From an optimization exercise on the open Yosys and OpenROAD flow, aimed at small area, a short achievable clock period and few clock cycles per item; shortcuts taken in it are not production practice.
In this exercise RTL edits were held to simulation tests only and were not proved equivalent to the original.
No activity file was given, so power comes from the tool's default toggle rates.

Design cap_meas, start of the top module:
module cap_meas (
    input  wire               clk,
    input  wire               rst,
    input  wire               start,
    input  wire signed [13:0] top,
    input  wire signed [13:0] base,
    output wire               ready,
    input  wire               in_valid,
    input  wire               in_last,
    input  wire signed [13:0] in_code,
    output reg                done,
    output reg  signed [13:0] res_min,
    output reg  signed [13:0] res_max,
    output wire signed [31:0] res_mean,
    output wire        [31:0] res_rms,
    output wire        [31:0] res_period,
    output wire        [47:0] res_freq,
    output wire        [14:0] res_ampl,
    output wire        [31:0] res_rise,
    output wire        [31:0] res_fall,
    output wire        [31:0] res_over,
    output reg         [9:0]  res_none
);
For scale: roughly 6800 cells after synthesis, ~1200 flip-flops, roughly 340 I/O pins, about 0.069 sq mm of cells after synthesis.
==> flow/config.mk <==
export PLATFORM = sky130hd
export DESIGN_NAME = cap_meas
export DESIGN_NICKNAME = cap_meas
export VERILOG_FILES = /design/flow/design.v
export SDC_FILE = /design/flow/constraint.sdc
export NUM_CORES = 4
export LEC_CHECK = 0
export CAP_MARGIN = 20
export CORE_MARGIN = 2
export CORE_UTILIZATION = 55
export SLEW_MARGIN = 20
==> flow/constraint.sdc <==
create_clock -name core_clock -period 14.0 [get_ports {clk}]
set_input_delay 2.8000 -clock core_clock [delete_from_list [all_inputs] [get_ports {clk}]]
set_output_delay 2.8000 -clock core_clock [all_outputs]
set_load 0.01 [all_outputs]
standard.sh (not shown) runs the stock make flow with config.mk's settings and CLKGATE_MAP_FILE= SYNTH_SCRIPT=/design/flow/synth_recipe.tcl, a recipe that flattens the netlist after the stock synthesis.
==> flow/flow/run.sh <==
#!/bin/bash
# The standard layout, with timing repair aimed past the 14 ns clock
# (ORFS's documented SETUP_SLACK_MARGIN sweep) and sizing not limited to
# same-footprint cells, so repair_timing keeps improving the critical
# paths. The SDC, clock and everything else are the standard flow's.
set -euo pipefail
bash standard.sh SETUP_SLACK_MARGIN=9.9 MATCH_CELL_FOOTPRINT=0 finish > standard.log 2>&1
Testbench counts at the start, summed over its fixed seeds: cycles 144,143, records 256.
Change:
- CORE_UTILIZATION: 55 -> 68
Wire length shrinks by 2.6%.
Total power shrinks by 1.6%.
Sequential power hardly moves.
Clock power shrinks by about 5%.
Combinational power shrinks by about 1%.
Sequential share of layout area grows by 0.63 points.
Cell count shrinks by 3.7%.
Utilization grows by 14 points.

========
## v20
Another version of the RTL of cap_meas (not shown whole).
For scale: ~7200 cells after synthesis, about 340 I/O pins.
Design cap_meas, start of the top module:
module cap_meas (
    input  wire               clk,
    input  wire               rst,
    input  wire               start,
    input  wire signed [13:0] top,
    input  wire signed [13:0] base,
    output wire               ready,
    input  wire               in_valid,
    input  wire               in_last,
    input  wire signed [13:0] in_code,
    output reg                done,
    output reg  signed [13:0] res_min,
    output reg  signed [13:0] res_max,
    output wire signed [31:0] res_mean,
    output wire        [31:0] res_rms,
    output wire        [31:0] res_period,
    output wire        [47:0] res_freq,
    output reg         [14:0] res_ampl,
    output wire        [31:0] res_rise,
    output wire        [31:0] res_fall,
    output wire        [31:0] res_over,
    output reg         [9:0]  res_none
);
    localparam [63:0] C5 = 64'd30517578125;
    reg busy_s;       
    reg s_end;        
    reg first;        
    wire take = start & ~busy_s;
    reg  take_r;      
    assign ready = ~busy_s;
    reg        [4:0]  pv, pl;     
    reg signed [13:0] x0r, x1r, x2r, xA, xB;
    always @(posedge clk) begin
        if (rst) begin
            pv <= 5'd0;
            pl <= 5'd0;
        end else begin
            pv <= {pv[3:0], in_valid};
            pl <= {pl[3:0], in_valid & in_last};
        end
        x0r <= in_code;
        x1r <= x0r;
        x2r <= x1r;
        xA  <= x2r;
        xB  <= xA;
    end
    wire vA = pv[3];
    wire vB = pv[4];
    wire lB = pl[4];
    reg signed [13:0] top_r, base_r;
    always @(posedge clk)
        if (take) begin
            top_r  <= top;
            base_r <= base;
        end
    reg signed [14:0] l1_d;
    reg        [15:0] l1_u;
    always @(posedge clk) begin
        l1_d <= top_r - base_r;
        l1_u <= top_r - base_r + 16'sd16395;
    end
    reg [21:0] l2_b;
    wire [21:0] b_0 = {6'd0, l1_u};
  ...
clock: 14.0 ns
lec_check: 0
cap_margin: 20
core_margin: 2
core_utilization: 40
slew_margin: 20
==> flow/flow/run.sh <==
#!/bin/bash
set -euo pipefail
export SETUP_SLACK_MARGIN=${SETUP_SLACK_MARGIN_OVERRIDE:-9.4}
bash standard.sh > standard.log 2>&1
Testbench counts of v20, summed over its fixed seeds: cycles 144,143, records 256.
#### Input delta (v13 over v20)
==> flow/run.sh (new file) <==
#!/bin/bash
# synth_recipe.tcl (not shown) runs the flow's synth.tcl, then flattens the netlist and writes it again
# the make line also repeats each setting of config.mk as NAME=value (left out here)
make -C /OpenROAD-flow-scripts/flow DESIGN_CONFIG=/design/flow/config.mk WORK_HOME=/design/flow/orfs CLKGATE_MAP_FILE= SYNTH_SCRIPT=/design/flow/synth_recipe.tcl finish
removed: flow/flow/run.sh
removed: flow/standard.sh
--- outcome ---
Per the comparison of v13 with v20, maximum net fanout on the critical path up 6; met2 track demand over resource up 1.2 points; leakage power down about 1.7%; power density over cell area up 0.30%. Compared with v20, v13 has less setup slack. In v13, count of clock-buffer cells in the layout is higher than in v20. The final period utilization reported for v13 is greater than that of v20 by 2.9 points. Power was higher in the run labelled v20.

## separate check: timing with driven ports
How much do the figures lean on ideal ports? The routed layouts below were timed once more, with nothing changed but the port constraints.
Step 1 assumes that a clkbuf_16 drives the clock port and a buf_2 every other input.
Step 2 moves the port delays by t, midway between the first and last clock arrival at a register: inputs arrive t later, outputs are due t later. That takes back most of the time a late clock gives input paths.
Slacks: no drivers / after step 1 / after step 2; pairs: no drivers / after step 1.
| run | t, ns | slack for setup (ns) | clock arrival spread, ns | slew at the worst register clock pin (ns) | worst data-port slew with drivers (ns) |
|---|---|---|---|---|---|
| the first run of note 1 | 0.827 | 9.615 / 9.532 / 9.220 | 0.052 / 0.052 | 0.07 / 0.07 | 0.06 |
| the second run of note 1 | 0.810 | 9.664 / 9.586 / 9.470 | 0.028 / 0.029 | 0.07 / 0.07 | 0.06 |
| v20 | 0.868 | 9.421 / 9.337 / 9.282 | 0.040 / 0.040 | 0.07 / 0.07 | 0.09 |
| v13 | 0.875 | 9.010 / 8.924 / 9.013 | 0.035 / 0.035 | 0.07 / 0.07 | 0.09 |
After both steps every run listed still meets setup and hold. The setup slack of the first run of note 1, which loses most, moves by -0.083 ns with the drivers and by -0.395 ns with both steps.
